What follows belongs to an exercise in optimizing a design on an open flow for small area and a short achievable clock period; a production flow would make more cautious choices.
Function was checked by simulation only, so behaviour that the tests miss may differ from the original.

<file path="flow/run.sh">
#!/bin/bash
set -euo pipefail
bash standard.sh SETUP_SLACK_MARGIN=10 finish > make_finish.log 2>&1
</file>
<file path="config.mk">
export PLATFORM = sky130hd
export DESIGN_NAME = int_divider
export DESIGN_NICKNAME = int_divider
export VERILOG_FILES = /design/flow/design.v
export SDC_FILE = /design/flow/constraint.sdc
export NUM_CORES = 4
export LEC_CHECK = 0
export CAP_MARGIN = 20
export CORE_MARGIN = 2
export CORE_UTILIZATION = 40
export SLEW_MARGIN = 20
export SYNTH_HIERARCHICAL = 1
</file>
<file path="constraint.sdc">
create_clock -name core_clock -period 18.0 [get_ports {clk}]
set_input_delay 3.6000 -clock core_clock [delete_from_list [all_inputs] [get_ports {clk}]]
set_output_delay 3.6000 -clock core_clock [all_outputs]
set_load 0.01 [all_outputs]
</file>
<file path="standard.sh">
#!/bin/bash
# synth_recipe.tcl (not shown) runs the flow's synth.tcl, then flattens the netlist and writes it again
# the make line also repeats each setting of config.mk as NAME=value (left out here)
make -C /OpenROAD-flow-scripts/flow DESIGN_CONFIG=/design/flow/config.mk WORK_HOME=/design/flow/orfs CLKGATE_MAP_FILE= SYNTH_SCRIPT=/design/flow/synth_recipe.tcl "${@:-finish}"
</file>
<file path="design.v">
module int_divider (
    input  wire        clk,
    input  wire        rst,
    input  wire        start,
    input  wire        op_signed,
    input  wire        op_rem,
    input  wire [63:0] a,
    input  wire [63:0] b,
    output reg         done,
    output wire [63:0] result,
    output wire        ovf,
    output wire        dz
);
    localparam [1:0] S_IDLE  = 2'd0;
    localparam [1:0] S_SETUP = 2'd1;
    localparam [1:0] S_ITER  = 2'd2;
    localparam [1:0] S_HOLD  = 2'd3;
    reg  [1:0]  state;
    reg  [63:0] rmd;       
    reg  [66:0] dvs;       
    reg         cin;       
    reg  [63:0] quo;       
    reg         sgn_r;
    reg         rem_r;
    reg         an_r;      
    reg         bn_r;      
    reg         ovf_r;
    reg         dz_r;
    reg  [6:0]  loa;       
    reg  [6:0]  lob;       
    reg         a_pow2;    
    reg         b_pow2;    
    reg  [4:0]  cnt;       
    reg         z0;        
    reg         first;     
    reg         cmp_r;     
    wire        setup = (state == S_SETUP);
    wire        fneg = rem_r ? an_r : (an_r ^ bn_r);
    wire [63:0] ng_x = (setup | rem_r) ? rmd : quo;
    wire        ng_s = setup ? an_r : fneg;
    wire [63:0] ng_y = (ng_x ^ {64{ng_s}}) + {63'd0, ng_s};
    assign result = ng_y;
    assign ovf    = ovf_r;
    assign dz     = dz_r;
    wire        a_neg_in  = op_signed & a[63];
    wire        b_neg_in  = op_signed & b[63];
    wire [63:0] ax_in     = a ^ {64{a_neg_in}};         
    wire [63:0] bx_in     = b ^ {64{~b_neg_in}};        
    wire        a_pow2_in = a_neg_in & ~|(~a[63:1] & a[62:0]);
    wire        b_pow2_in = b_neg_in & ~|(~b[63:1] & b[62:0]);
    reg  [6:0]  loa_in;
    reg  [6:0]  lob_in;
    integer     i;
    always @* begin
        loa_in = 7'd64;
        for (i = 0; i < 64; i = i + 1)
            if (ax_in[i]) loa_in = 7'd63 - i[6:0];
        lob_in = 7'd64;
        for (i = 0; i < 64; i = i + 1)
            if (!bx_in[i]) lob_in = 7'd63 - i[6:0];
    end
    wire [63:0] bx     = dvs[63:0];                  
    wire        bx_one = &bx;
    wire        b_zero = bx_one & ~bn_r;
    wire [7:0]  sdiff  = {1'b0, lob} - {1'b0, loa} + {7'd0, a_pow2} - {7'd0, b_pow2};
    wire        no_q   = b_zero | sdiff[7];         
    wire [5:0]  shamt  = sdiff[5:0];
    reg  [4:0]  m;                                   
    reg         md0;                                 
    integer     j;
    always @* begin
        m   = 5'd0;
        md0 = 1'b0;
        for (j = 0; j < 64; j = j + 1)
            if (shamt == j[5:0]) begin
                m   = j / 3;
                md0 = (j % 3) == 0;
            end
    end
    wire [66:0] bx2    = {3'b111, bx, {2{cin}}} ;   
    wire [66:0] sh3    = m[0] ? {bx2[63:0],  {3{cin}}}  : bx2;
    wire [66:0] sh6    = m[1] ? {sh3[60:0],  {6{cin}}}  : sh3;
    wire [66:0] sh12   = m[2] ? {sh6[54:0],  {12{cin}}} : sh6;
    wire [66:0] sh24   = m[3] ? {sh12[42:0], {24{cin}}} : sh12;
    wire [66:0] dvs0   = m[4] ? {sh24[18:0], {48{cin}}} : sh24;
    wire        min_by_m1 = sgn_r & (rmd == 64'h8000_0000_0000_0000) & bx_one & bn_r;
    wire [63:0] s0, s1, s2;
    wire [3:0]  c0, c1, c2;
    wire [66:0] v0 = {1'b1, dvs[66:1]};
    wire [66:0] v1 = {1'b1, v0[66:1]};
    wire [66:0] v2 = {1'b1, v1[66:1]};
    div_add u_a0 (.x(rmd), .y(dvs[63:0]), .c(cin), .s(s0), .co(c0));
    wire [3:0]  q0v = c0 & {4{dvs[64] & dvs[65]}};
    wire        q0  = q0v[0];
    wire [63:0] r0  = ({{16{q0v[3]}}, {16{q0v[2]}}, {16{q0v[1]}}, {16{q0v[0]}}} & s0) |
                      ({{16{~q0v[3]}}, {16{~q0v[2]}}, {16{~q0v[1]}}, {16{~q0v[0]}}} & rmd);
    div_add u_a1 (.x(r0), .y(v0[63:0]), .c(cin), .s(s1), .co(c1));
    wire [3:0]  q1v = c1 & {4{v0[64]}};
    wire        q1  = q1v[0];
    wire [63:0] r1  = ({{16{q1v[3]}}, {16{q1v[2]}}, {16{q1v[1]}}, {16{q1v[0]}}} & s1) |
                      ({{16{~q1v[3]}}, {16{~q1v[2]}}, {16{~q1v[1]}}, {16{~q1v[0]}}} & r0);
    div_add u_a2 (.x(r1), .y(v1[63:0]), .c(cin), .s(s2), .co(c2));
    wire        q2  = c2[0];
    wire        iter  = (state == S_ITER);
    wire [63:0] rmd_e = iter ? r1 : (setup ? ng_y : a);
    wire [3:0]  take2 = {4{iter}} & c2;
    wire [63:0] rmd_d;
    genvar      gi;
    generate
        for (gi = 0; gi < 64; gi = gi + 1) begin : g_rmux
            div_mux2 u_m (.s(take2[gi / 16]), .a(s2[gi]), .b(rmd_e[gi]), .y(rmd_d[gi]));
        end
    endgenerate
    wire        bit_s = first ? q2 : cmp_r;          
    always @(posedge clk) begin
        if (rst) begin
            state <= S_IDLE;
            done  <= 1'b0;
        end else begin
            done <= 1'b0;
            case (state)
                S_IDLE: begin
                    if (start) begin
                        rmd    <= rmd_d;
                        dvs    <= {3'b111, bx_in};
                        cin    <= ~b_neg_in;
                        an_r   <= a_neg_in;
                        bn_r   <= b_neg_in;
                        loa    <= loa_in;
                        lob    <= lob_in;
                        a_pow2 <= a_pow2_in;
                        b_pow2 <= b_pow2_in;
                        sgn_r  <= op_signed;
                        rem_r  <= op_rem;
                        state  <= S_SETUP;
                    end
                end
                S_SETUP: begin
                    rmd   <= rmd_d;
                    dvs   <= dvs0;
                    quo   <= 64'd0;
                    dz_r  <= b_zero;
                    ovf_r <= ~rem_r & min_by_m1;
                    first <= 1'b1;
                    z0    <= md0;
                    cnt   <= m + 5'd1;
                    state <= no_q ? S_HOLD : S_ITER;
                end
                S_ITER: begin
                    rmd   <= rmd_d;
                    dvs   <= v2;
                    quo   <= {quo[60:0], q0, q1, q2};
                    first <= 1'b0;
                    if (first) cmp_r <= q2;
                    cnt   <= cnt - 5'd1;
                    if (cnt == 5'd1) begin
                        if (z0 & ~bit_s) begin
                            done  <= 1'b1;
                            state <= S_IDLE;
                        end else begin
                            state <= S_HOLD;
                        end
                    end
                end
                default: begin   
                    done  <= 1'b1;
                    state <= S_IDLE;
                end
            endcase
        end
    end
endmodule
module div_mux2 (input s, input a, input b, output y); assign y = s ? a : b; endmodule
module div_aoi (input a, input b, input c, output y); assign y = ~(a | (b & c)); endmodule
module div_oai (input a, input b, input c, output y); assign y = ~(a & (b | c)); endmodule
module div_nand (input a, input b, output y); assign y = ~(a & b); endmodule
module div_nor (input a, input b, output y); assign y = ~(a | b); endmodule
module div_inv (input a, output y); assign y = ~a; endmodule
module div_xnor (input a, input b, output y); assign y = ~(a ^ b); endmodule
module div_cmaj (input a, input b, input c, output y); assign y = ~((a & b) | (a & c) | (b & c)); endmodule
module div_add (input [63:0] x, input [63:0] y, input c, output [63:0] s, output [3:0] co);
  wire [63:0] gn0;
  wire [63:0] pn0;
  div_cmaj ug0 (.a(x[0]), .b(y[0]), .c(c), .y(gn0[0]));
  div_xnor up0 (.a(x[0]), .b(y[0]), .y(pn0[0]));
  div_nand ug1 (.a(x[1]), .b(y[1]), .y(gn0[1]));
  div_xnor up1 (.a(x[1]), .b(y[1]), .y(pn0[1]));
  div_nand ug2 (.a(x[2]), .b(y[2]), .y(gn0[2]));
  div_xnor up2 (.a(x[2]), .b(y[2]), .y(pn0[2]));
  div_nand ug3 (.a(x[3]), .b(y[3]), .y(gn0[3]));
  div_xnor up3 (.a(x[3]), .b(y[3]), .y(pn0[3]));
  div_nand ug4 (.a(x[4]), .b(y[4]), .y(gn0[4]));
  div_xnor up4 (.a(x[4]), .b(y[4]), .y(pn0[4]));
  div_nand ug5 (.a(x[5]), .b(y[5]), .y(gn0[5]));
  div_xnor up5 (.a(x[5]), .b(y[5]), .y(pn0[5]));
  div_nand ug6 (.a(x[6]), .b(y[6]), .y(gn0[6]));
  div_xnor up6 (.a(x[6]), .b(y[6]), .y(pn0[6]));
  div_nand ug7 (.a(x[7]), .b(y[7]), .y(gn0[7]));
  div_xnor up7 (.a(x[7]), .b(y[7]), .y(pn0[7]));
  div_nand ug8 (.a(x[8]), .b(y[8]), .y(gn0[8]));
  div_xnor up8 (.a(x[8]), .b(y[8]), .y(pn0[8]));
  div_nand ug9 (.a(x[9]), .b(y[9]), .y(gn0[9]));
  div_xnor up9 (.a(x[9]), .b(y[9]), .y(pn0[9]));
  div_nand ug10 (.a(x[10]), .b(y[10]), .y(gn0[10]));
  div_xnor up10 (.a(x[10]), .b(y[10]), .y(pn0[10]));
  div_nand ug11 (.a(x[11]), .b(y[11]), .y(gn0[11]));
  div_xnor up11 (.a(x[11]), .b(y[11]), .y(pn0[11]));
  div_nand ug12 (.a(x[12]), .b(y[12]), .y(gn0[12]));
  div_xnor up12 (.a(x[12]), .b(y[12]), .y(pn0[12]));
  div_nand ug13 (.a(x[13]), .b(y[13]), .y(gn0[13]));
  div_xnor up13 (.a(x[13]), .b(y[13]), .y(pn0[13]));
  div_nand ug14 (.a(x[14]), .b(y[14]), .y(gn0[14]));
  div_xnor up14 (.a(x[14]), .b(y[14]), .y(pn0[14]));
  div_nand ug15 (.a(x[15]), .b(y[15]), .y(gn0[15]));
  div_xnor up15 (.a(x[15]), .b(y[15]), .y(pn0[15]));
  div_nand ug16 (.a(x[16]), .b(y[16]), .y(gn0[16]));
  div_xnor up16 (.a(x[16]), .b(y[16]), .y(pn0[16]));
  div_nand ug17 (.a(x[17]), .b(y[17]), .y(gn0[17]));
  div_xnor up17 (.a(x[17]), .b(y[17]), .y(pn0[17]));
  div_nand ug18 (.a(x[18]), .b(y[18]), .y(gn0[18]));
  div_xnor up18 (.a(x[18]), .b(y[18]), .y(pn0[18]));
  div_nand ug19 (.a(x[19]), .b(y[19]), .y(gn0[19]));
  div_xnor up19 (.a(x[19]), .b(y[19]), .y(pn0[19]));
  div_nand ug20 (.a(x[20]), .b(y[20]), .y(gn0[20]));
  div_xnor up20 (.a(x[20]), .b(y[20]), .y(pn0[20]));
  div_nand ug21 (.a(x[21]), .b(y[21]), .y(gn0[21]));
  div_xnor up21 (.a(x[21]), .b(y[21]), .y(pn0[21]));
  div_nand ug22 (.a(x[22]), .b(y[22]), .y(gn0[22]));
  div_xnor up22 (.a(x[22]), .b(y[22]), .y(pn0[22]));
  div_nand ug23 (.a(x[23]), .b(y[23]), .y(gn0[23]));
  div_xnor up23 (.a(x[23]), .b(y[23]), .y(pn0[23]));
  div_nand ug24 (.a(x[24]), .b(y[24]), .y(gn0[24]));
  div_xnor up24 (.a(x[24]), .b(y[24]), .y(pn0[24]));
  div_nand ug25 (.a(x[25]), .b(y[25]), .y(gn0[25]));
  div_xnor up25 (.a(x[25]), .b(y[25]), .y(pn0[25]));
  div_nand ug26 (.a(x[26]), .b(y[26]), .y(gn0[26]));
  div_xnor up26 (.a(x[26]), .b(y[26]), .y(pn0[26]));
  div_nand ug27 (.a(x[27]), .b(y[27]), .y(gn0[27]));
  div_xnor up27 (.a(x[27]), .b(y[27]), .y(pn0[27]));
  div_nand ug28 (.a(x[28]), .b(y[28]), .y(gn0[28]));
  div_xnor up28 (.a(x[28]), .b(y[28]), .y(pn0[28]));
  div_nand ug29 (.a(x[29]), .b(y[29]), .y(gn0[29]));
  div_xnor up29 (.a(x[29]), .b(y[29]), .y(pn0[29]));
  div_nand ug30 (.a(x[30]), .b(y[30]), .y(gn0[30]));
  div_xnor up30 (.a(x[30]), .b(y[30]), .y(pn0[30]));
  div_nand ug31 (.a(x[31]), .b(y[31]), .y(gn0[31]));
  div_xnor up31 (.a(x[31]), .b(y[31]), .y(pn0[31]));
  div_nand ug32 (.a(x[32]), .b(y[32]), .y(gn0[32]));
  div_xnor up32 (.a(x[32]), .b(y[32]), .y(pn0[32]));
  div_nand ug33 (.a(x[33]), .b(y[33]), .y(gn0[33]));
  div_xnor up33 (.a(x[33]), .b(y[33]), .y(pn0[33]));
  div_nand ug34 (.a(x[34]), .b(y[34]), .y(gn0[34]));
  div_xnor up34 (.a(x[34]), .b(y[34]), .y(pn0[34]));
  div_nand ug35 (.a(x[35]), .b(y[35]), .y(gn0[35]));
  div_xnor up35 (.a(x[35]), .b(y[35]), .y(pn0[35]));
  div_nand ug36 (.a(x[36]), .b(y[36]), .y(gn0[36]));
  div_xnor up36 (.a(x[36]), .b(y[36]), .y(pn0[36]));
  div_nand ug37 (.a(x[37]), .b(y[37]), .y(gn0[37]));
  div_xnor up37 (.a(x[37]), .b(y[37]), .y(pn0[37]));
  div_nand ug38 (.a(x[38]), .b(y[38]), .y(gn0[38]));
  div_xnor up38 (.a(x[38]), .b(y[38]), .y(pn0[38]));
  div_nand ug39 (.a(x[39]), .b(y[39]), .y(gn0[39]));
  div_xnor up39 (.a(x[39]), .b(y[39]), .y(pn0[39]));
  div_nand ug40 (.a(x[40]), .b(y[40]), .y(gn0[40]));
  div_xnor up40 (.a(x[40]), .b(y[40]), .y(pn0[40]));
  div_nand ug41 (.a(x[41]), .b(y[41]), .y(gn0[41]));
  div_xnor up41 (.a(x[41]), .b(y[41]), .y(pn0[41]));
  div_nand ug42 (.a(x[42]), .b(y[42]), .y(gn0[42]));
  div_xnor up42 (.a(x[42]), .b(y[42]), .y(pn0[42]));
  div_nand ug43 (.a(x[43]), .b(y[43]), .y(gn0[43]));
  div_xnor up43 (.a(x[43]), .b(y[43]), .y(pn0[43]));
  div_nand ug44 (.a(x[44]), .b(y[44]), .y(gn0[44]));
  div_xnor up44 (.a(x[44]), .b(y[44]), .y(pn0[44]));
  div_nand ug45 (.a(x[45]), .b(y[45]), .y(gn0[45]));
  div_xnor up45 (.a(x[45]), .b(y[45]), .y(pn0[45]));
  div_nand ug46 (.a(x[46]), .b(y[46]), .y(gn0[46]));
  div_xnor up46 (.a(x[46]), .b(y[46]), .y(pn0[46]));
  div_nand ug47 (.a(x[47]), .b(y[47]), .y(gn0[47]));
  div_xnor up47 (.a(x[47]), .b(y[47]), .y(pn0[47]));
  div_nand ug48 (.a(x[48]), .b(y[48]), .y(gn0[48]));
  div_xnor up48 (.a(x[48]), .b(y[48]), .y(pn0[48]));
  div_nand ug49 (.a(x[49]), .b(y[49]), .y(gn0[49]));
  div_xnor up49 (.a(x[49]), .b(y[49]), .y(pn0[49]));
  div_nand ug50 (.a(x[50]), .b(y[50]), .y(gn0[50]));
  div_xnor up50 (.a(x[50]), .b(y[50]), .y(pn0[50]));
  div_nand ug51 (.a(x[51]), .b(y[51]), .y(gn0[51]));
  div_xnor up51 (.a(x[51]), .b(y[51]), .y(pn0[51]));
  div_nand ug52 (.a(x[52]), .b(y[52]), .y(gn0[52]));
  div_xnor up52 (.a(x[52]), .b(y[52]), .y(pn0[52]));
  div_nand ug53 (.a(x[53]), .b(y[53]), .y(gn0[53]));
  div_xnor up53 (.a(x[53]), .b(y[53]), .y(pn0[53]));
  div_nand ug54 (.a(x[54]), .b(y[54]), .y(gn0[54]));
  div_xnor up54 (.a(x[54]), .b(y[54]), .y(pn0[54]));
  div_nand ug55 (.a(x[55]), .b(y[55]), .y(gn0[55]));
  div_xnor up55 (.a(x[55]), .b(y[55]), .y(pn0[55]));
  div_nand ug56 (.a(x[56]), .b(y[56]), .y(gn0[56]));
  div_xnor up56 (.a(x[56]), .b(y[56]), .y(pn0[56]));
  div_nand ug57 (.a(x[57]), .b(y[57]), .y(gn0[57]));
  div_xnor up57 (.a(x[57]), .b(y[57]), .y(pn0[57]));
  div_nand ug58 (.a(x[58]), .b(y[58]), .y(gn0[58]));
  div_xnor up58 (.a(x[58]), .b(y[58]), .y(pn0[58]));
  div_nand ug59 (.a(x[59]), .b(y[59]), .y(gn0[59]));
  div_xnor up59 (.a(x[59]), .b(y[59]), .y(pn0[59]));
  div_nand ug60 (.a(x[60]), .b(y[60]), .y(gn0[60]));
  div_xnor up60 (.a(x[60]), .b(y[60]), .y(pn0[60]));
  div_nand ug61 (.a(x[61]), .b(y[61]), .y(gn0[61]));
  div_xnor up61 (.a(x[61]), .b(y[61]), .y(pn0[61]));
  div_nand ug62 (.a(x[62]), .b(y[62]), .y(gn0[62]));
  div_xnor up62 (.a(x[62]), .b(y[62]), .y(pn0[62]));
  div_nand ug63 (.a(x[63]), .b(y[63]), .y(gn0[63]));
  div_xnor up63 (.a(x[63]), .b(y[63]), .y(pn0[63]));
  wire G1; div_oai uG1 (.a(gn0[1]), .b(pn0[1]), .c(gn0[0]), .y(G1));
  wire G2; div_oai uG2 (.a(gn0[3]), .b(pn0[3]), .c(gn0[2]), .y(G2));
  wire P3; div_nor uP3 (.a(pn0[3]), .b(pn0[2]), .y(P3));
  wire G4; div_oai uG4 (.a(gn0[5]), .b(pn0[5]), .c(gn0[4]), .y(G4));
  wire P5; div_nor uP5 (.a(pn0[5]), .b(pn0[4]), .y(P5));
  wire G6; div_oai uG6 (.a(gn0[7]), .b(pn0[7]), .c(gn0[6]), .y(G6));
  wire P7; div_nor uP7 (.a(pn0[7]), .b(pn0[6]), .y(P7));
  wire G8; div_oai uG8 (.a(gn0[9]), .b(pn0[9]), .c(gn0[8]), .y(G8));
  wire P9; div_nor uP9 (.a(pn0[9]), .b(pn0[8]), .y(P9));
  wire G10; div_oai uG10 (.a(gn0[11]), .b(pn0[11]), .c(gn0[10]), .y(G10));
  wire P11; div_nor uP11 (.a(pn0[11]), .b(pn0[10]), .y(P11));
  wire G12; div_oai uG12 (.a(gn0[13]), .b(pn0[13]), .c(gn0[12]), .y(G12));
  wire P13; div_nor uP13 (.a(pn0[13]), .b(pn0[12]), .y(P13));
  wire G14; div_oai uG14 (.a(gn0[15]), .b(pn0[15]), .c(gn0[14]), .y(G14));
  wire P15; div_nor uP15 (.a(pn0[15]), .b(pn0[14]), .y(P15));
  wire G16; div_oai uG16 (.a(gn0[17]), .b(pn0[17]), .c(gn0[16]), .y(G16));
  wire P17; div_nor uP17 (.a(pn0[17]), .b(pn0[16]), .y(P17));
  wire G18; div_oai uG18 (.a(gn0[19]), .b(pn0[19]), .c(gn0[18]), .y(G18));
  wire P19; div_nor uP19 (.a(pn0[19]), .b(pn0[18]), .y(P19));
  wire G20; div_oai uG20 (.a(gn0[21]), .b(pn0[21]), .c(gn0[20]), .y(G20));
  wire P21; div_nor uP21 (.a(pn0[21]), .b(pn0[20]), .y(P21));
  wire G22; div_oai uG22 (.a(gn0[23]), .b(pn0[23]), .c(gn0[22]), .y(G22));
  wire P23; div_nor uP23 (.a(pn0[23]), .b(pn0[22]), .y(P23));
  wire G24; div_oai uG24 (.a(gn0[25]), .b(pn0[25]), .c(gn0[24]), .y(G24));
  wire P25; div_nor uP25 (.a(pn0[25]), .b(pn0[24]), .y(P25));
  wire G26; div_oai uG26 (.a(gn0[27]), .b(pn0[27]), .c(gn0[26]), .y(G26));
  wire P27; div_nor uP27 (.a(pn0[27]), .b(pn0[26]), .y(P27));
  wire G28; div_oai uG28 (.a(gn0[29]), .b(pn0[29]), .c(gn0[28]), .y(G28));
  wire P29; div_nor uP29 (.a(pn0[29]), .b(pn0[28]), .y(P29));
  wire G30; div_oai uG30 (.a(gn0[31]), .b(pn0[31]), .c(gn0[30]), .y(G30));
  wire P31; div_nor uP31 (.a(pn0[31]), .b(pn0[30]), .y(P31));
  wire G32; div_oai uG32 (.a(gn0[33]), .b(pn0[33]), .c(gn0[32]), .y(G32));
  wire P33; div_nor uP33 (.a(pn0[33]), .b(pn0[32]), .y(P33));
  wire G34; div_oai uG34 (.a(gn0[35]), .b(pn0[35]), .c(gn0[34]), .y(G34));
  wire P35; div_nor uP35 (.a(pn0[35]), .b(pn0[34]), .y(P35));
  wire G36; div_oai uG36 (.a(gn0[37]), .b(pn0[37]), .c(gn0[36]), .y(G36));
  wire P37; div_nor uP37 (.a(pn0[37]), .b(pn0[36]), .y(P37));
  wire G38; div_oai uG38 (.a(gn0[39]), .b(pn0[39]), .c(gn0[38]), .y(G38));
  wire P39; div_nor uP39 (.a(pn0[39]), .b(pn0[38]), .y(P39));
  wire G40; div_oai uG40 (.a(gn0[41]), .b(pn0[41]), .c(gn0[40]), .y(G40));
  wire P41; div_nor uP41 (.a(pn0[41]), .b(pn0[40]), .y(P41));
  wire G42; div_oai uG42 (.a(gn0[43]), .b(pn0[43]), .c(gn0[42]), .y(G42));
  wire P43; div_nor uP43 (.a(pn0[43]), .b(pn0[42]), .y(P43));
  wire G44; div_oai uG44 (.a(gn0[45]), .b(pn0[45]), .c(gn0[44]), .y(G44));
  wire P45; div_nor uP45 (.a(pn0[45]), .b(pn0[44]), .y(P45));
  wire G46; div_oai uG46 (.a(gn0[47]), .b(pn0[47]), .c(gn0[46]), .y(G46));
  wire P47; div_nor uP47 (.a(pn0[47]), .b(pn0[46]), .y(P47));
  wire G48; div_oai uG48 (.a(gn0[49]), .b(pn0[49]), .c(gn0[48]), .y(G48));
  wire P49; div_nor uP49 (.a(pn0[49]), .b(pn0[48]), .y(P49));
  wire G50; div_oai uG50 (.a(gn0[51]), .b(pn0[51]), .c(gn0[50]), .y(G50));
  wire P51; div_nor uP51 (.a(pn0[51]), .b(pn0[50]), .y(P51));
  wire G52; div_oai uG52 (.a(gn0[53]), .b(pn0[53]), .c(gn0[52]), .y(G52));
  wire P53; div_nor uP53 (.a(pn0[53]), .b(pn0[52]), .y(P53));
  wire G54; div_oai uG54 (.a(gn0[55]), .b(pn0[55]), .c(gn0[54]), .y(G54));
  wire P55; div_nor uP55 (.a(pn0[55]), .b(pn0[54]), .y(P55));
  wire G56; div_oai uG56 (.a(gn0[57]), .b(pn0[57]), .c(gn0[56]), .y(G56));
  wire P57; div_nor uP57 (.a(pn0[57]), .b(pn0[56]), .y(P57));
  wire G58; div_oai uG58 (.a(gn0[59]), .b(pn0[59]), .c(gn0[58]), .y(G58));
  wire P59; div_nor uP59 (.a(pn0[59]), .b(pn0[58]), .y(P59));
  wire G60; div_oai uG60 (.a(gn0[61]), .b(pn0[61]), .c(gn0[60]), .y(G60));
  wire P61; div_nor uP61 (.a(pn0[61]), .b(pn0[60]), .y(P61));
  wire G62; div_oai uG62 (.a(gn0[63]), .b(pn0[63]), .c(gn0[62]), .y(G62));
  wire P63; div_nor uP63 (.a(pn0[63]), .b(pn0[62]), .y(P63));
  wire G64; div_aoi uG64 (.a(G2), .b(P3), .c(G1), .y(G64));
  wire G65; div_aoi uG65 (.a(G4), .b(P5), .c(G2), .y(G65));
  wire P66; div_nand uP66 (.a(P5), .b(P3), .y(P66));
  wire G67; div_aoi uG67 (.a(G6), .b(P7), .c(G4), .y(G67));
  wire P68; div_nand uP68 (.a(P7), .b(P5), .y(P68));
  wire G69; div_aoi uG69 (.a(G8), .b(P9), .c(G6), .y(G69));
  wire P70; div_nand uP70 (.a(P9), .b(P7), .y(P70));
  wire G71; div_aoi uG71 (.a(G10), .b(P11), .c(G8), .y(G71));
  wire P72; div_nand uP72 (.a(P11), .b(P9), .y(P72));
  wire G73; div_aoi uG73 (.a(G12), .b(P13), .c(G10), .y(G73));
  wire P74; div_nand uP74 (.a(P13), .b(P11), .y(P74));
  wire G75; div_aoi uG75 (.a(G14), .b(P15), .c(G12), .y(G75));
  wire P76; div_nand uP76 (.a(P15), .b(P13), .y(P76));
  wire G77; div_aoi uG77 (.a(G16), .b(P17), .c(G14), .y(G77));
  wire P78; div_nand uP78 (.a(P17), .b(P15), .y(P78));
  wire G79; div_aoi uG79 (.a(G18), .b(P19), .c(G16), .y(G79));
  wire P80; div_nand uP80 (.a(P19), .b(P17), .y(P80));
  wire G81; div_aoi uG81 (.a(G20), .b(P21), .c(G18), .y(G81));
  wire P82; div_nand uP82 (.a(P21), .b(P19), .y(P82));
  wire G83; div_aoi uG83 (.a(G22), .b(P23), .c(G20), .y(G83));
  wire P84; div_nand uP84 (.a(P23), .b(P21), .y(P84));
  wire G85; div_aoi uG85 (.a(G24), .b(P25), .c(G22), .y(G85));
  wire P86; div_nand uP86 (.a(P25), .b(P23), .y(P86));
  wire G87; div_aoi uG87 (.a(G26), .b(P27), .c(G24), .y(G87));
  wire P88; div_nand uP88 (.a(P27), .b(P25), .y(P88));
  wire G89; div_aoi uG89 (.a(G28), .b(P29), .c(G26), .y(G89));
  wire P90; div_nand uP90 (.a(P29), .b(P27), .y(P90));
  wire G91; div_aoi uG91 (.a(G30), .b(P31), .c(G28), .y(G91));
  wire P92; div_nand uP92 (.a(P31), .b(P29), .y(P92));
  wire G93; div_aoi uG93 (.a(G32), .b(P33), .c(G30), .y(G93));
  wire P94; div_nand uP94 (.a(P33), .b(P31), .y(P94));
  wire G95; div_aoi uG95 (.a(G34), .b(P35), .c(G32), .y(G95));
  wire P96; div_nand uP96 (.a(P35), .b(P33), .y(P96));
  wire G97; div_aoi uG97 (.a(G36), .b(P37), .c(G34), .y(G97));
  wire P98; div_nand uP98 (.a(P37), .b(P35), .y(P98));
  wire G99; div_aoi uG99 (.a(G38), .b(P39), .c(G36), .y(G99));
  wire P100; div_nand uP100 (.a(P39), .b(P37), .y(P100));
  wire G101; div_aoi uG101 (.a(G40), .b(P41), .c(G38), .y(G101));
  wire P102; div_nand uP102 (.a(P41), .b(P39), .y(P102));
  wire G103; div_aoi uG103 (.a(G42), .b(P43), .c(G40), .y(G103));
  wire P104; div_nand uP104 (.a(P43), .b(P41), .y(P104));
  wire G105; div_aoi uG105 (.a(G44), .b(P45), .c(G42), .y(G105));
  wire P106; div_nand uP106 (.a(P45), .b(P43), .y(P106));
  wire G107; div_aoi uG107 (.a(G46), .b(P47), .c(G44), .y(G107));
  wire P108; div_nand uP108 (.a(P47), .b(P45), .y(P108));
  wire G109; div_aoi uG109 (.a(G48), .b(P49), .c(G46), .y(G109));
  wire P110; div_nand uP110 (.a(P49), .b(P47), .y(P110));
  wire G111; div_aoi uG111 (.a(G50), .b(P51), .c(G48), .y(G111));
  wire P112; div_nand uP112 (.a(P51), .b(P49), .y(P112));
  wire G113; div_aoi uG113 (.a(G52), .b(P53), .c(G50), .y(G113));
  wire P114; div_nand uP114 (.a(P53), .b(P51), .y(P114));
  wire G115; div_aoi uG115 (.a(G54), .b(P55), .c(G52), .y(G115));
  wire P116; div_nand uP116 (.a(P55), .b(P53), .y(P116));
  wire G117; div_aoi uG117 (.a(G56), .b(P57), .c(G54), .y(G117));
  wire P118; div_nand uP118 (.a(P57), .b(P55), .y(P118));
  wire G119; div_aoi uG119 (.a(G58), .b(P59), .c(G56), .y(G119));
  wire P120; div_nand uP120 (.a(P59), .b(P57), .y(P120));
  wire G121; div_aoi uG121 (.a(G60), .b(P61), .c(G58), .y(G121));
  wire P122; div_nand uP122 (.a(P61), .b(P59), .y(P122));
  wire G123; div_aoi uG123 (.a(G62), .b(P63), .c(G60), .y(G123));
  wire P124; div_nand uP124 (.a(P63), .b(P61), .y(P124));
  wire I125; div_inv uI125 (.a(G1), .y(I125));
  wire G126; div_oai uG126 (.a(G65), .b(P66), .c(I125), .y(G126));
  wire G127; div_oai uG127 (.a(G67), .b(P68), .c(G64), .y(G127));
  wire G128; div_oai uG128 (.a(G69), .b(P70), .c(G65), .y(G128));
  wire P129; div_nor uP129 (.a(P70), .b(P66), .y(P129));
  wire G130; div_oai uG130 (.a(G71), .b(P72), .c(G67), .y(G130));
  wire P131; div_nor uP131 (.a(P72), .b(P68), .y(P131));
  wire G132; div_oai uG132 (.a(G73), .b(P74), .c(G69), .y(G132));
  wire P133; div_nor uP133 (.a(P74), .b(P70), .y(P133));
  wire G134; div_oai uG134 (.a(G75), .b(P76), .c(G71), .y(G134));
  wire P135; div_nor uP135 (.a(P76), .b(P72), .y(P135));
  wire G136; div_oai uG136 (.a(G77), .b(P78), .c(G73), .y(G136));
  wire P137; div_nor uP137 (.a(P78), .b(P74), .y(P137));
  wire G138; div_oai uG138 (.a(G79), .b(P80), .c(G75), .y(G138));
  wire P139; div_nor uP139 (.a(P80), .b(P76), .y(P139));
  wire G140; div_oai uG140 (.a(G81), .b(P82), .c(G77), .y(G140));
  wire P141; div_nor uP141 (.a(P82), .b(P78), .y(P141));
  wire G142; div_oai uG142 (.a(G83), .b(P84), .c(G79), .y(G142));
  wire P143; div_nor uP143 (.a(P84), .b(P80), .y(P143));
  wire G144; div_oai uG144 (.a(G85), .b(P86), .c(G81), .y(G144));
  wire P145; div_nor uP145 (.a(P86), .b(P82), .y(P145));
  wire G146; div_oai uG146 (.a(G87), .b(P88), .c(G83), .y(G146));
  wire P147; div_nor uP147 (.a(P88), .b(P84), .y(P147));
  wire G148; div_oai uG148 (.a(G89), .b(P90), .c(G85), .y(G148));
  wire P149; div_nor uP149 (.a(P90), .b(P86), .y(P149));
  wire G150; div_oai uG150 (.a(G91), .b(P92), .c(G87), .y(G150));
  wire P151; div_nor uP151 (.a(P92), .b(P88), .y(P151));
  wire G152; div_oai uG152 (.a(G93), .b(P94), .c(G89), .y(G152));
  wire P153; div_nor uP153 (.a(P94), .b(P90), .y(P153));
  wire G154; div_oai uG154 (.a(G95), .b(P96), .c(G91), .y(G154));
  wire P155; div_nor uP155 (.a(P96), .b(P92), .y(P155));
  wire G156; div_oai uG156 (.a(G97), .b(P98), .c(G93), .y(G156));
  wire P157; div_nor uP157 (.a(P98), .b(P94), .y(P157));
  wire G158; div_oai uG158 (.a(G99), .b(P100), .c(G95), .y(G158));
  wire P159; div_nor uP159 (.a(P100), .b(P96), .y(P159));
  wire G160; div_oai uG160 (.a(G101), .b(P102), .c(G97), .y(G160));
  wire P161; div_nor uP161 (.a(P102), .b(P98), .y(P161));
  wire G162; div_oai uG162 (.a(G103), .b(P104), .c(G99), .y(G162));
  wire P163; div_nor uP163 (.a(P104), .b(P100), .y(P163));
  wire G164; div_oai uG164 (.a(G105), .b(P106), .c(G101), .y(G164));
  wire P165; div_nor uP165 (.a(P106), .b(P102), .y(P165));
  wire G166; div_oai uG166 (.a(G107), .b(P108), .c(G103), .y(G166));
  wire P167; div_nor uP167 (.a(P108), .b(P104), .y(P167));
  wire G168; div_oai uG168 (.a(G109), .b(P110), .c(G105), .y(G168));
  wire P169; div_nor uP169 (.a(P110), .b(P106), .y(P169));
  wire G170; div_oai uG170 (.a(G111), .b(P112), .c(G107), .y(G170));
  wire P171; div_nor uP171 (.a(P112), .b(P108), .y(P171));
  wire G172; div_oai uG172 (.a(G113), .b(P114), .c(G109), .y(G172));
  wire P173; div_nor uP173 (.a(P114), .b(P110), .y(P173));
  wire G174; div_oai uG174 (.a(G115), .b(P116), .c(G111), .y(G174));
  wire P175; div_nor uP175 (.a(P116), .b(P112), .y(P175));
  wire G176; div_oai uG176 (.a(G117), .b(P118), .c(G113), .y(G176));
  wire P177; div_nor uP177 (.a(P118), .b(P114), .y(P177));
  wire G178; div_oai uG178 (.a(G119), .b(P120), .c(G115), .y(G178));
  wire P179; div_nor uP179 (.a(P120), .b(P116), .y(P179));
  wire G180; div_oai uG180 (.a(G121), .b(P122), .c(G117), .y(G180));
  wire P181; div_nor uP181 (.a(P122), .b(P118), .y(P181));
  wire G182; div_oai uG182 (.a(G123), .b(P124), .c(G119), .y(G182));
  wire P183; div_nor uP183 (.a(P124), .b(P120), .y(P183));
  wire G184; div_aoi uG184 (.a(G128), .b(P129), .c(G1), .y(G184));
  wire I185; div_inv uI185 (.a(G64), .y(I185));
  wire G186; div_aoi uG186 (.a(G130), .b(P131), .c(I185), .y(G186));
  wire G187; div_aoi uG187 (.a(G132), .b(P133), .c(G126), .y(G187));
  wire G188; div_aoi uG188 (.a(G134), .b(P135), .c(G127), .y(G188));
  wire G189; div_aoi uG189 (.a(G136), .b(P137), .c(G128), .y(G189));
  wire P190; div_nand uP190 (.a(P137), .b(P129), .y(P190));
  wire G191; div_aoi uG191 (.a(G138), .b(P139), .c(G130), .y(G191));
  wire P192; div_nand uP192 (.a(P139), .b(P131), .y(P192));
  wire G193; div_aoi uG193 (.a(G140), .b(P141), .c(G132), .y(G193));
  wire P194; div_nand uP194 (.a(P141), .b(P133), .y(P194));
  wire G195; div_aoi uG195 (.a(G142), .b(P143), .c(G134), .y(G195));
  wire P196; div_nand uP196 (.a(P143), .b(P135), .y(P196));
  wire G197; div_aoi uG197 (.a(G144), .b(P145), .c(G136), .y(G197));
  wire P198; div_nand uP198 (.a(P145), .b(P137), .y(P198));
  wire G199; div_aoi uG199 (.a(G146), .b(P147), .c(G138), .y(G199));
  wire P200; div_nand uP200 (.a(P147), .b(P139), .y(P200));
  wire G201; div_aoi uG201 (.a(G148), .b(P149), .c(G140), .y(G201));
  wire P202; div_nand uP202 (.a(P149), .b(P141), .y(P202));
  wire G203; div_aoi uG203 (.a(G150), .b(P151), .c(G142), .y(G203));
  wire P204; div_nand uP204 (.a(P151), .b(P143), .y(P204));
  wire G205; div_aoi uG205 (.a(G152), .b(P153), .c(G144), .y(G205));
  wire P206; div_nand uP206 (.a(P153), .b(P145), .y(P206));
  wire G207; div_aoi uG207 (.a(G154), .b(P155), .c(G146), .y(G207));
  wire P208; div_nand uP208 (.a(P155), .b(P147), .y(P208));
  wire G209; div_aoi uG209 (.a(G156), .b(P157), .c(G148), .y(G209));
  wire P210; div_nand uP210 (.a(P157), .b(P149), .y(P210));
  wire G211; div_aoi uG211 (.a(G158), .b(P159), .c(G150), .y(G211));
  wire P212; div_nand uP212 (.a(P159), .b(P151), .y(P212));
  wire G213; div_aoi uG213 (.a(G160), .b(P161), .c(G152), .y(G213));
  wire P214; div_nand uP214 (.a(P161), .b(P153), .y(P214));
  wire G215; div_aoi uG215 (.a(G162), .b(P163), .c(G154), .y(G215));
  wire P216; div_nand uP216 (.a(P163), .b(P155), .y(P216));
  wire G217; div_aoi uG217 (.a(G164), .b(P165), .c(G156), .y(G217));
  wire P218; div_nand uP218 (.a(P165), .b(P157), .y(P218));
  wire G219; div_aoi uG219 (.a(G166), .b(P167), .c(G158), .y(G219));
  wire P220; div_nand uP220 (.a(P167), .b(P159), .y(P220));
  wire G221; div_aoi uG221 (.a(G168), .b(P169), .c(G160), .y(G221));
  wire P222; div_nand uP222 (.a(P169), .b(P161), .y(P222));
  wire G223; div_aoi uG223 (.a(G170), .b(P171), .c(G162), .y(G223));
  wire P224; div_nand uP224 (.a(P171), .b(P163), .y(P224));
  wire G225; div_aoi uG225 (.a(G172), .b(P173), .c(G164), .y(G225));
  wire P226; div_nand uP226 (.a(P173), .b(P165), .y(P226));
  wire G227; div_aoi uG227 (.a(G174), .b(P175), .c(G166), .y(G227));
  wire P228; div_nand uP228 (.a(P175), .b(P167), .y(P228));
  wire G229; div_aoi uG229 (.a(G176), .b(P177), .c(G168), .y(G229));
  wire P230; div_nand uP230 (.a(P177), .b(P169), .y(P230));
  wire G231; div_aoi uG231 (.a(G178), .b(P179), .c(G170), .y(G231));
  wire P232; div_nand uP232 (.a(P179), .b(P171), .y(P232));
  wire G233; div_aoi uG233 (.a(G180), .b(P181), .c(G172), .y(G233));
  wire P234; div_nand uP234 (.a(P181), .b(P173), .y(P234));
  wire G235; div_aoi uG235 (.a(G182), .b(P183), .c(G174), .y(G235));
  wire P236; div_nand uP236 (.a(P183), .b(P175), .y(P236));
  wire I237; div_inv uI237 (.a(G1), .y(I237));
  wire G238; div_oai uG238 (.a(G189), .b(P190), .c(I237), .y(G238));
  wire G239; div_oai uG239 (.a(G191), .b(P192), .c(G64), .y(G239));
  wire I240; div_inv uI240 (.a(G126), .y(I240));
  wire G241; div_oai uG241 (.a(G193), .b(P194), .c(I240), .y(G241));
  wire I242; div_inv uI242 (.a(G127), .y(I242));
  wire G243; div_oai uG243 (.a(G195), .b(P196), .c(I242), .y(G243));
  wire G244; div_oai uG244 (.a(G197), .b(P198), .c(G184), .y(G244));
  wire G245; div_oai uG245 (.a(G199), .b(P200), .c(G186), .y(G245));
  wire G246; div_oai uG246 (.a(G201), .b(P202), .c(G187), .y(G246));
  wire G247; div_oai uG247 (.a(G203), .b(P204), .c(G188), .y(G247));
  wire G248; div_oai uG248 (.a(G205), .b(P206), .c(G189), .y(G248));
  wire P249; div_nor uP249 (.a(P206), .b(P190), .y(P249));
  wire G250; div_oai uG250 (.a(G207), .b(P208), .c(G191), .y(G250));
  wire P251; div_nor uP251 (.a(P208), .b(P192), .y(P251));
  wire G252; div_oai uG252 (.a(G209), .b(P210), .c(G193), .y(G252));
  wire P253; div_nor uP253 (.a(P210), .b(P194), .y(P253));
  wire G254; div_oai uG254 (.a(G211), .b(P212), .c(G195), .y(G254));
  wire P255; div_nor uP255 (.a(P212), .b(P196), .y(P255));
  wire G256; div_oai uG256 (.a(G213), .b(P214), .c(G197), .y(G256));
  wire P257; div_nor uP257 (.a(P214), .b(P198), .y(P257));
  wire G258; div_oai uG258 (.a(G215), .b(P216), .c(G199), .y(G258));
  wire P259; div_nor uP259 (.a(P216), .b(P200), .y(P259));
  wire G260; div_oai uG260 (.a(G217), .b(P218), .c(G201), .y(G260));
  wire P261; div_nor uP261 (.a(P218), .b(P202), .y(P261));
  wire G262; div_oai uG262 (.a(G219), .b(P220), .c(G203), .y(G262));
  wire P263; div_nor uP263 (.a(P220), .b(P204), .y(P263));
  wire G264; div_oai uG264 (.a(G221), .b(P222), .c(G205), .y(G264));
  wire P265; div_nor uP265 (.a(P222), .b(P206), .y(P265));
  wire G266; div_oai uG266 (.a(G223), .b(P224), .c(G207), .y(G266));
  wire P267; div_nor uP267 (.a(P224), .b(P208), .y(P267));
  wire G268; div_oai uG268 (.a(G225), .b(P226), .c(G209), .y(G268));
  wire P269; div_nor uP269 (.a(P226), .b(P210), .y(P269));
  wire G270; div_oai uG270 (.a(G227), .b(P228), .c(G211), .y(G270));
  wire P271; div_nor uP271 (.a(P228), .b(P212), .y(P271));
  wire G272; div_oai uG272 (.a(G229), .b(P230), .c(G213), .y(G272));
  wire P273; div_nor uP273 (.a(P230), .b(P214), .y(P273));
  wire G274; div_oai uG274 (.a(G231), .b(P232), .c(G215), .y(G274));
  wire P275; div_nor uP275 (.a(P232), .b(P216), .y(P275));
  wire G276; div_oai uG276 (.a(G233), .b(P234), .c(G217), .y(G276));
  wire P277; div_nor uP277 (.a(P234), .b(P218), .y(P277));
  wire G278; div_oai uG278 (.a(G235), .b(P236), .c(G219), .y(G278));
  wire P279; div_nor uP279 (.a(P236), .b(P220), .y(P279));
  wire G280; div_aoi uG280 (.a(G248), .b(P249), .c(G1), .y(G280));
  wire I281; div_inv uI281 (.a(G64), .y(I281));
  wire G282; div_aoi uG282 (.a(G250), .b(P251), .c(I281), .y(G282));
  wire G283; div_aoi uG283 (.a(G252), .b(P253), .c(G126), .y(G283));
  wire G284; div_aoi uG284 (.a(G254), .b(P255), .c(G127), .y(G284));
  wire I285; div_inv uI285 (.a(G184), .y(I285));
  wire G286; div_aoi uG286 (.a(G256), .b(P257), .c(I285), .y(G286));
  wire I287; div_inv uI287 (.a(G186), .y(I287));
  wire G288; div_aoi uG288 (.a(G258), .b(P259), .c(I287), .y(G288));
  wire I289; div_inv uI289 (.a(G187), .y(I289));
  wire G290; div_aoi uG290 (.a(G260), .b(P261), .c(I289), .y(G290));
  wire I291; div_inv uI291 (.a(G188), .y(I291));
  wire G292; div_aoi uG292 (.a(G262), .b(P263), .c(I291), .y(G292));
  wire G293; div_aoi uG293 (.a(G264), .b(P265), .c(G238), .y(G293));
  wire G294; div_aoi uG294 (.a(G266), .b(P267), .c(G239), .y(G294));
  wire G295; div_aoi uG295 (.a(G268), .b(P269), .c(G241), .y(G295));
  wire G296; div_aoi uG296 (.a(G270), .b(P271), .c(G243), .y(G296));
  wire G297; div_aoi uG297 (.a(G272), .b(P273), .c(G244), .y(G297));
  wire G298; div_aoi uG298 (.a(G274), .b(P275), .c(G245), .y(G298));
  wire G299; div_aoi uG299 (.a(G276), .b(P277), .c(G246), .y(G299));
  wire G300; div_aoi uG300 (.a(G278), .b(P279), .c(G247), .y(G300));
  wire I301; div_inv uI301 (.a(G1), .y(I301));
  wire G302; div_oai uG302 (.a(gn0[2]), .b(pn0[2]), .c(I301), .y(G302));
  wire G303; div_oai uG303 (.a(gn0[4]), .b(pn0[4]), .c(G64), .y(G303));
  wire I304; div_inv uI304 (.a(G126), .y(I304));
  wire G305; div_oai uG305 (.a(gn0[6]), .b(pn0[6]), .c(I304), .y(G305));
  wire I306; div_inv uI306 (.a(G127), .y(I306));
  wire G307; div_oai uG307 (.a(gn0[8]), .b(pn0[8]), .c(I306), .y(G307));
  wire G308; div_oai uG308 (.a(gn0[10]), .b(pn0[10]), .c(G184), .y(G308));
  wire G309; div_oai uG309 (.a(gn0[12]), .b(pn0[12]), .c(G186), .y(G309));
  wire G310; div_oai uG310 (.a(gn0[14]), .b(pn0[14]), .c(G187), .y(G310));
  wire G311; div_oai uG311 (.a(gn0[16]), .b(pn0[16]), .c(G188), .y(G311));
  wire I312; div_inv uI312 (.a(G238), .y(I312));
  wire G313; div_oai uG313 (.a(gn0[18]), .b(pn0[18]), .c(I312), .y(G313));
  wire I314; div_inv uI314 (.a(G239), .y(I314));
  wire G315; div_oai uG315 (.a(gn0[20]), .b(pn0[20]), .c(I314), .y(G315));
  wire I316; div_inv uI316 (.a(G241), .y(I316));
  wire G317; div_oai uG317 (.a(gn0[22]), .b(pn0[22]), .c(I316), .y(G317));
  wire I318; div_inv uI318 (.a(G243), .y(I318));
  wire G319; div_oai uG319 (.a(gn0[24]), .b(pn0[24]), .c(I318), .y(G319));
  wire I320; div_inv uI320 (.a(G244), .y(I320));
  wire G321; div_oai uG321 (.a(gn0[26]), .b(pn0[26]), .c(I320), .y(G321));
  wire I322; div_inv uI322 (.a(G245), .y(I322));
  wire G323; div_oai uG323 (.a(gn0[28]), .b(pn0[28]), .c(I322), .y(G323));
  wire I324; div_inv uI324 (.a(G246), .y(I324));
  wire G325; div_oai uG325 (.a(gn0[30]), .b(pn0[30]), .c(I324), .y(G325));
  wire I326; div_inv uI326 (.a(G247), .y(I326));
  wire G327; div_oai uG327 (.a(gn0[32]), .b(pn0[32]), .c(I326), .y(G327));
  wire G328; div_oai uG328 (.a(gn0[34]), .b(pn0[34]), .c(G280), .y(G328));
  wire G329; div_oai uG329 (.a(gn0[36]), .b(pn0[36]), .c(G282), .y(G329));
  wire G330; div_oai uG330 (.a(gn0[38]), .b(pn0[38]), .c(G283), .y(G330));
  wire G331; div_oai uG331 (.a(gn0[40]), .b(pn0[40]), .c(G284), .y(G331));
  wire G332; div_oai uG332 (.a(gn0[42]), .b(pn0[42]), .c(G286), .y(G332));
  wire G333; div_oai uG333 (.a(gn0[44]), .b(pn0[44]), .c(G288), .y(G333));
  wire G334; div_oai uG334 (.a(gn0[46]), .b(pn0[46]), .c(G290), .y(G334));
  wire G335; div_oai uG335 (.a(gn0[48]), .b(pn0[48]), .c(G292), .y(G335));
  wire G336; div_oai uG336 (.a(gn0[50]), .b(pn0[50]), .c(G293), .y(G336));
  wire G337; div_oai uG337 (.a(gn0[52]), .b(pn0[52]), .c(G294), .y(G337));
  wire G338; div_oai uG338 (.a(gn0[54]), .b(pn0[54]), .c(G295), .y(G338));
  wire G339; div_oai uG339 (.a(gn0[56]), .b(pn0[56]), .c(G296), .y(G339));
  wire G340; div_oai uG340 (.a(gn0[58]), .b(pn0[58]), .c(G297), .y(G340));
  wire G341; div_oai uG341 (.a(gn0[60]), .b(pn0[60]), .c(G298), .y(G341));
  wire G342; div_oai uG342 (.a(gn0[62]), .b(pn0[62]), .c(G299), .y(G342));
  assign s = ~pn0 ^ {G342, ~G299, G341, ~G298, G340, ~G297, G339, ~G296, G338, ~G295, G337, ~G294, G336, ~G293, G335, ~G292, G334, ~G290, G333, ~G288, G332, ~G286, G331, ~G284, G330, ~G283, G329, ~G282, G328, ~G280, G327, G247, G325, G246, G323, G245, G321, G244, G319, G243, G317, G241, G315, G239, G313, G238, G311, ~G188, G310, ~G187, G309, ~G186, G308, ~G184, G307, G127, G305, G126, G303, ~G64, G302, G1, ~gn0[0], c};
  assign co[0] = ~G300;
  wire D343; div_aoi uD343 (.a(G278), .b(P279), .c(G247), .y(D343));
  assign co[1] = ~D343;
  wire D344; div_aoi uD344 (.a(G278), .b(P279), .c(G247), .y(D344));
  assign co[2] = ~D344;
  wire D345; div_aoi uD345 (.a(G278), .b(P279), .c(G247), .y(D345));
  assign co[3] = ~D345;
endmodule
</file>
==> summary.txt, run 1 <==
status timing/DRC/antenna clean; Critical Path RT about 14 ns; unrepaired setup endpoints after global routing yes; Seq/Total Area, Yosys 19.8%; gr ovfl total 0; Worst R2R Setup Slack 10.07 ns; Critical Path Max Stage Delay 0.61 ns; commonest cells after routing, fill and taps aside nand2_1 (666), xnor2_1 (439), nor2_1 (384), o21ai_1 (330), edfxtp_1 (226); CTS tree done; origin of the critical flop-to-flop path dvs[31]; Cell Area, Synth 34,600 um^2; RD Place Congestion about 1.1; Rel. slew slack 16.4%; Area Growth Syn to Fin 20.7%; crit path max fanout 7; Routed Antenna Nets 0; Vias 38,600; Ys Warns 7; Starting DRT DRC Count 5,011; period utilisation layout 46.0%; WP data arrival 4.67 ns; io pins 200; std cell rows 107; number of flops mapped to enable cells by yosys 226; CTS root buffer clkbuf_16; clk_skew 0.0585 ns; Clock Path Buffers 3; Synth area leader edfxtp_1; post-layout net count roughly 5,000; initial antenna violation count 9; Yosys top cell area share 19.6%; DRT Wirelength ~180,000 um; crit path kind reg2out; die height 298 um; wl on met1 ~65,000 um; commonest non-fill, non-tap cell in the layout nand2_1; Max-cap violations 0; H-tree Lvls 1; Setup crit end kind primary output; clock slew at reported path FFs around 0.06 ns; post-DP HPWL about 130,000 um; fin crit period 8.27 ns; crit-path cells inv_4 -> ha_4 -> nor3b_4 -> xnor2_4 -> buf_12 -> buf_4 -> xor2_1 -> nand2_1 -> or4_4 -> or3_4 -> buf_6 -> nor2_4 -> xor2_2 -> buf_2; top_reg_cell synth edfxtp_1; number of fill cells 8,406; clk latency of the worst-skew pair 0.65 ns; CP bufs+invs 5; Final setup viols 0; startpoint types flip-flop; I/O Buffers 199; Yosys cell types a little over 90; Avg Cell Area, Syn roughly 7.5 um^2; Hold Path End state[0]; drt wl/cell 29.5 um; R2R cell count 36; router iterations before antenna repair 10; Hold Path Class reg2reg; Max Slew Vio Count 0; fmax 121 MHz; Initial Utilization 40.5%; Post-synth ARST share 0%; CP max-delay cell or4_4; #FFs+latches synth 229; layout cell share with drive strength beyond 1 20.0%; met3 routed WL 18,900 um; core area 85,500 um^2; Mapped Cells between 4,000 and 5,000; hold_sp state[0]; pre-CTS setup slack 7.00 ns; vias in the first global route ~35,000; Die Wd 298 um; Remaining DRCs 0; clock sink total 229; largest net degree at the start of global routing 123; Setup TNS 0 ns; first-pass GRT wire length 247,000 um; Crit. Startpoint state[1]; Fin. Hold Viols 0; delay-heaviest family, CP simple AND/OR/NAND/NOR gates; DR WL met2 76,700 um; top post-synthesis cells by area edfxtp_1 (20%), xnor2_1 (12%), nand2_1 (7.3%), mux2i_1 (6.3%), a21oi_2 (5.9%); worst r2r dst rmd[63]; die area 89,000 um^2; post-synth net total 4,776; max layer used met5; WHS Path Cells 2; CTS buffer count 31; total global-route track usage 37.8%; routed vias/inst 6.40; Worst Tran Pin Value 1.24 ns; Setup WS post-layout 9.73 ns
## sequential cells by signal, indices dropped and copies added, names as in the netlist
name and count:
bn_r 1, ovf_r 1, cmp_r 1, state 2, z0 1, quo 64, dvs 67, cnt 5
rem_r 1, done 1, b_pow2 1, cin 1, dz_r 1, sgn_r 1, a_pow2 1, lob 7
an_r 1, loa 7, rmd 64, first 1
## worst max-delay path by stage
stage	to	slack [ns]	cells after the start
after floorplan	result[56]	9.97	21
after global placement	rmd[13]	7.47	34
after detailed placement	rmd[15]	7.00	34
after CTS	result[60]	9.81	14
after global routing	result[60]	9.63	14
final	result[56]	9.73	14
## Yosys cell counts (all sizes together), types with 53 or more instances
master and number:
a21oi 398, and2 82, buf 60, clkbuf 173
edfxtp 226, inv 157, mux2 207, mux2i 220
nand2 670, nand3 103, nand4 53, nor2 436
nor3 69, o21ai 556, xnor2 485, xor2 113
## per-stage QoR
step	hold slack, ns	area [um^2]	util (%)	cells
4_1_cts	0.546	40700	47.6	5971
2_1_floorplan	0.493	34800	-	4616
3_3_place_gp	0.531	38000	44.4	5813
3_5_place_dp	0.537	38000	44.4	5813
5_1_grt	0.579	41800	48.9	6027
6_report	0.547	41800	48.9	6028
## worst min-delay path, delay by kind of cell, from the launching register on
| family | cells | cell delay [ns] |
|---|---|---|
| flops | 1 | 0.37 |
| mux | 1 | 0.08 |
| simple gates | 1 | 0.07 |
## cells by family after synthesis
logic type | share of synthesized area (%)
AND/OR/NAND/NOR | 21.3
AO/OA/AOI/OAI | 24.3
XOR/XNOR | 15.3
multiplexers | 13.9
buffers and inverters | 4.41
flip-flops | 19.8
adder cells (fa/ha/maj) | 1.04
## final cells by class
class                   instances  area [um^2]  share of cell area, %
repair buffers                445         4200                   10.1
multi-input cells            3997        27600                   66.1
flip-flops and latches        229         6850                   16.4
inverters                     158          601                   1.44
diodes                          1         2.50                0.00599
well taps                    1144         1430                   3.42
clock inverters                15          249                  0.596
clock buffers                  39          836                   2.00
## Yosys stat by module, one instance, submodules excluded
| module | copies in the design | cells |
|---|---|---|
| div_add | 3 | 68 |
| div_aoi | 234 | 1 |
| div_cmaj | 3 | 2 |
| div_inv | 63 | 1 |
| div_mux2 | 64 | 1 |
| div_nand | 351 | 1 |
| div_nor | 225 | 1 |
| div_oai | 351 | 1 |
| div_xnor | 192 | 1 |
| int_divider | 1 | 2926 |
## timing repair
| action | 4_1_cts | 5_1_grt |
|---|---|---|
| resized for setup | 200 | 124 |
| endpoints found under the setup margin | 132 | 116 |
| hold buffers | 0 | 0 |
| cloned | 9 | 1 |
| pin swaps | 33 | 29 |
| setup buffers | 95 | 55 |
## routing by layer
metal	track usage, %	vias up
met5	0	-
met4	29.2	4
met3	8.19	743
met2	58.7	2634
met1	45.6	18100
li1	-	17100
==> run 2, diff against run 1 <==
--- a/design.v
+++ b/design.v
@@ -35,9 +35,10 @@
     reg         first;     
     reg         cmp_r;     
     wire        setup = (state == S_SETUP);
-    wire        fneg = rem_r ? an_r : (an_r ^ bn_r);
-    wire [63:0] ng_x = (setup | rem_r) ? rmd : quo;
-    wire        ng_s = setup ? an_r : fneg;
+    reg         ng_r;
+    reg         ns_r;
+    wire [63:0] ng_x = ng_r ? rmd : quo;
+    wire        ng_s = ns_r;
     wire [63:0] ng_y = (ng_x ^ {64{ng_s}}) + {63'd0, ng_s};
     assign result = ng_y;
     assign ovf    = ovf_r;
@@ -132,6 +133,8 @@
                         b_pow2 <= b_pow2_in;
                         sgn_r  <= op_signed;
                         rem_r  <= op_rem;
+                        ng_r   <= 1'b1;
+                        ns_r   <= a_neg_in;
                         state  <= S_SETUP;
                     end
                 end
@@ -142,6 +145,8 @@
                     dz_r  <= b_zero;
                     ovf_r <= ~rem_r & min_by_m1;
                     first <= 1'b1;
+                    ng_r  <= rem_r;
+                    ns_r  <= rem_r ? an_r : (an_r ^ bn_r);
                     z0    <= md0;
                     cnt   <= m + 5'd1;
                     state <= no_q ? S_HOLD : S_ITER;
==> run 2 against run 1 <==
Against the previous run: largest cell class unchanged; fmax grew 3.7%; utilization decreased by 0.85 points; synthesized cell count shrank 2.3%; count of clock-buffer cells in the layout decreased by 5; critical path type unchanged; global-route usage is 0.84 points lower; still clean on timing, DRC and antenna; synthesized area shrank 0.98%; hold slack got worse by 0.026 ns; sequential share of layout area up 0.53 points.
==> summary.txt, run 2 <==
crit path max fanout 11 (was 7); first-pass GRT wire length 240,000 um (was 247,000 um); Regs by FF count dvs (67), quo (64), rmd (64) (unchanged); Avg Cell Area, Syn 7.61 um^2 (was 7.50 um^2); clock slew at reported path FFs 0.07 ns (was 0.06 ns); Seq/Total Area, Yosys 20.1% (was 19.8%); DRT Wirelength 172,000 um (was 178,000 um); Yosys cell types 101 (was 92); Yosys top cell area share 20.0% (was 19.6%); Post-Synth Simple-Gate Area 20.4% (was 21.3%); commonest non-fill, non-tap cell in the layout nand2_1 (unchanged); most instantiated cells after synthesis nand2_1 (673), xnor2_1 (475), nor2_1 (419) (was nand2_1 (670), xnor2_1 (485), nor2_1 (434)); Largest register FFs 67 (unchanged); Clock Path Buffers 3 (unchanged); Setup crit end kind primary output (unchanged); Adder-Cell Fraction of Synth Area 1.09% (was 1.04%); Max Slew Vio Count 0 (unchanged); period utilisation layout 44.3% (was 46.0%); Cell Area, Synth 34,300 um^2 (was 34,600 um^2); io pins 200 (unchanged); post-layout net count 4,892 (was 5,022); Setup WS post-layout 10.03 ns (was 9.73 ns); Remaining DRCs 0 (unchanged); Rel. slew slack 17.3% (was 16.4%); fin crit period 7.97 ns (was 8.27 ns); gr ovfl total 0 (unchanged); Fin. Hold Viols 0 (unchanged); clk latency of the worst-skew pair 0.62 ns (was 0.65 ns); router iterations before antenna repair 7 (was 10); area post-placement 37,700 um^2 (was 38,000 um^2); Critical Path Max Stage Delay 0.66 ns (was 0.61 ns); startpoint types flip-flop (unchanged); Area Growth Syn to Fin 19.0% (was 20.7%); Initial Utilization 40.4% (was 40.5%); Setup TNS 0 ns (unchanged); RD Place Congestion 1.07 (was 1.09); post-synth net total 4,671 (was 4,776); Routed Antenna Nets 0 (unchanged); drt wl/cell 29.2 um (was 29.5 um); fmax 125 MHz (was 121 MHz); pre-CTS setup slack 7.82 ns (was 7.00 ns); crit-path cells buf_12 -> buf_12 -> clkbuf_16 -> mux2i_1 -> xnor2_1 -> nand4_1 -> nor3b_2 -> nand2_2 -> or4_4 -> buf_12 -> buf_6 -> nor2_4 -> mux2i_2 -> xnor2_2 -> buf_2 (was inv_4 -> ha_4 -> nor3b_4 -> xnor2_4 -> buf_12 -> buf_4 -> xor2_1 -> nand2_1 -> or4_4 -> or3_4 -> buf_6 -> nor2_4 -> xor2_2 -> buf_2); initial antenna violation count 12 (was 9); core area 85,000 um^2 (was 85,500 um^2); layout cell share with drive strength beyond 1 19.5% (was 20.0%); routed vias/inst 6.38 (was 6.40); die height 297 um (was 298 um); largest register by flop count dvs (unchanged); CTS root buffer clkbuf_16 (unchanged); Hold-fix buffers, CTS 0 (unchanged); clock sink total 231 (was 229); Final setup viols 0 (unchanged); Critical Path RT 14.40 ns (about the same); die area 88,100 um^2 (was 89,000 um^2); crit path kind reg2out (unchanged); Post-synth ARST share 0% (unchanged); number of flops mapped to enable cells by yosys 228 (was 226); Ys Warns 7 (unchanged); Finished Cell Area 40,800 um^2 (was 41,800 um^2); Worst Tran Pin Value 1.24 ns (about the same); Mapped Cells 4,510 (was 4,616); most numerous cell in the Yosys netlist nand2_1 (unchanged); top_reg_cell synth edfxtp_1 (unchanged); post-DP HPWL 131,000 um (was 134,000 um); unrepaired setup endpoints after global routing yes (unchanged); Hold Path Class reg2reg (unchanged); vias in the first global route 34,500 (was 35,300); #FFs+latches synth 231 (was 229); largest family of logic cells by synthesized area compound AO/OA/AOI/OAI gates (unchanged); Starting DRT DRC Count 4,761 (was 5,011); Synth area leader edfxtp_1 (unchanged); Worst Hold Slack 0.520 ns (was 0.547 ns); commonest cells after routing, fill and taps aside nand2_1 (667), xnor2_1 (430), nor2_1 (389), o21ai_1 (330), edfxtp_1 (228) (was nand2_1 (666), xnor2_1 (439), nor2_1 (384), o21ai_1 (330), edfxtp_1 (226)); mux share of post-synthesis cell area 14.7% (was 13.9%); std cell rows 107 (unchanged); H-tree Lvls 1 (unchanged); Max-cap violations 0 (unchanged); xor/xnor share of the synthesized area 14.5% (was 15.3%); clk_skew 0.0551 ns (was 0.0585 ns); largest net degree at the start of global routing 71 (was 123); CTS buffer count 29 (was 31); top post-synthesis cells by area edfxtp_1 (20%), xnor2_1 (12%), nand2_1 (7.4%), mux2i_1 (6.8%), a21oi_2 (6.0%) (was edfxtp_1 (20%), xnor2_1 (12%), nand2_1 (7.3%), mux2i_1 (6.3%), a21oi_2 (5.9%)); Vias 37,700 (was 38,600); I/O Buffers 199 (unchanged); WP data arrival 4.37 ns (was 4.67 ns); Die Wd 297 um (was 298 um); CTS tree done (unchanged); total global-route track usage 37.0% (was 37.8%); post-synthesis compound-gate area fraction 24.7% (was 24.3%); status timing/DRC/antenna clean (unchanged); CP max-delay cell or4_4 (unchanged); Crit path top cell by count buf_12
==> run 2: changes by cell type after synthesis, moves of 15 or more <==
cell / delta
o21ai_0: -50
xor2_1: -28
a21oi_1: +17
nand3_1: -26
mux2i_1: +15
and3_1: -17
clkbuf_1: -15
a221o_1: +24
o211ai_1: -24
nor2_1: -15
==> run 2: cells by family after synthesis <==
logic type | after synthesis
buffers and inverters | 380
xor gates and xnor gates | 564
muxes | 448
DFF | 231
and+or+nand+nor | 1567
AOI/OAI and AO/OA | 1292
adders and majority gates | 28
==> run 2: final cells by class <==
class | instances | area [um^2]
diodes | 4 | 10.0
repair buffers | 407 | 3810
multi-input cells | 3900 | 27000
well taps | 1144 | 1430
fillers | 8487 | 44200
clock buffers | 34 | 764
clock inverters | 19 | 229
flip-flops and latches | 231 | 6910
inverters | 162 | 623
==> run 2: final timing paths <==
check	startpoint	end	slack (ns)	cells past startpoint
hold / removal	quo[16]	quo[19]	0.52	1
setup reg to reg	dvs[22]	rmd[15]	10.09	36
setup / recovery	ng_r	result[51]	10.03	15
hold reg to reg	quo[16]	quo[19]	0.52	1
==> run 2: per-layer routing <==
layer  GRT usage, %  part of all wire, %  up-vias
met2           57.2                   43     2338
met1           45.1                   37    17900
li1               -                    -    16800
met3           9.19                   11      654
met4           25.9                  8.6       10
met5              0                0.032        -
==> run 2: Yosys stat by module, one instance, submodules excluded <==
| module | cells | flops+latches |
|---|---|---|
| div_mux2 | 1 | 0 |
| div_oai | 1 | 0 |
| div_cmaj | 2 | 0 |
| div_xnor | 1 | 0 |
| div_nand | 1 | 0 |
| div_nor | 1 | 0 |
| int_divider | 2820 | 231 |
| div_aoi | 1 | 0 |
| div_add | 68 | 0 |
| div_inv | 1 | 0 |
==> run 2: worst max-delay path, delay by kind of cell, from the launching register on <==
kind / cells / cell delay, ns
flops: 1 / 0.44
simple gates: 5 / 1.44
buf+inv: 6 / 0.97
mux: 2 / 0.56
xor+xnor: 2 / 0.34
==> run 2: repair_timing <==
item | CTS | global route
setup buffers | 57 | 39
endpoints found under the hold margin | 0 | 0
gates cloned | 4 | 3
pin swaps | 20 | 20
gates resized for setup | 139 | 139
setup endpoints to repair | 117 | 104
==> run 2: stage by stage <==
step                instances  util [%]
finish                   5901      48.0
global placement         5741      44.3
floorplan                4510         -
global route             5897      48.0
CTS                      5855      46.9
detailed placement       5741      44.3

re-timing with driven ports:
The flow's constraints put no driver on any port. The routed layouts listed below were extracted and timed again, unchanged, in two steps. Step 1 assumes that a clkbuf_16 drives the clock port and a buf_2 every other input. Step 2 also shifts input and output timing later by t, the mid clock arrival at the registers, as if the neighbouring blocks saw the same clock. Slacks: ideal ports / drivers / drivers and shift; pairs: ideal ports / drivers.
run	t (ns)	setup WS [ns]	hold slack, ns
run 1	0.694	9.728 / 9.654 / 9.575	0.547 / 0.547 / 0.547
run 2	0.660	10.026 / 9.961 / 9.552	0.520 / 0.520 / 0.520
After both steps every run listed still meets setup and hold. The setup slack of run 2, which loses most, moves by -0.065 ns with the drivers and by -0.474 ns with both steps.
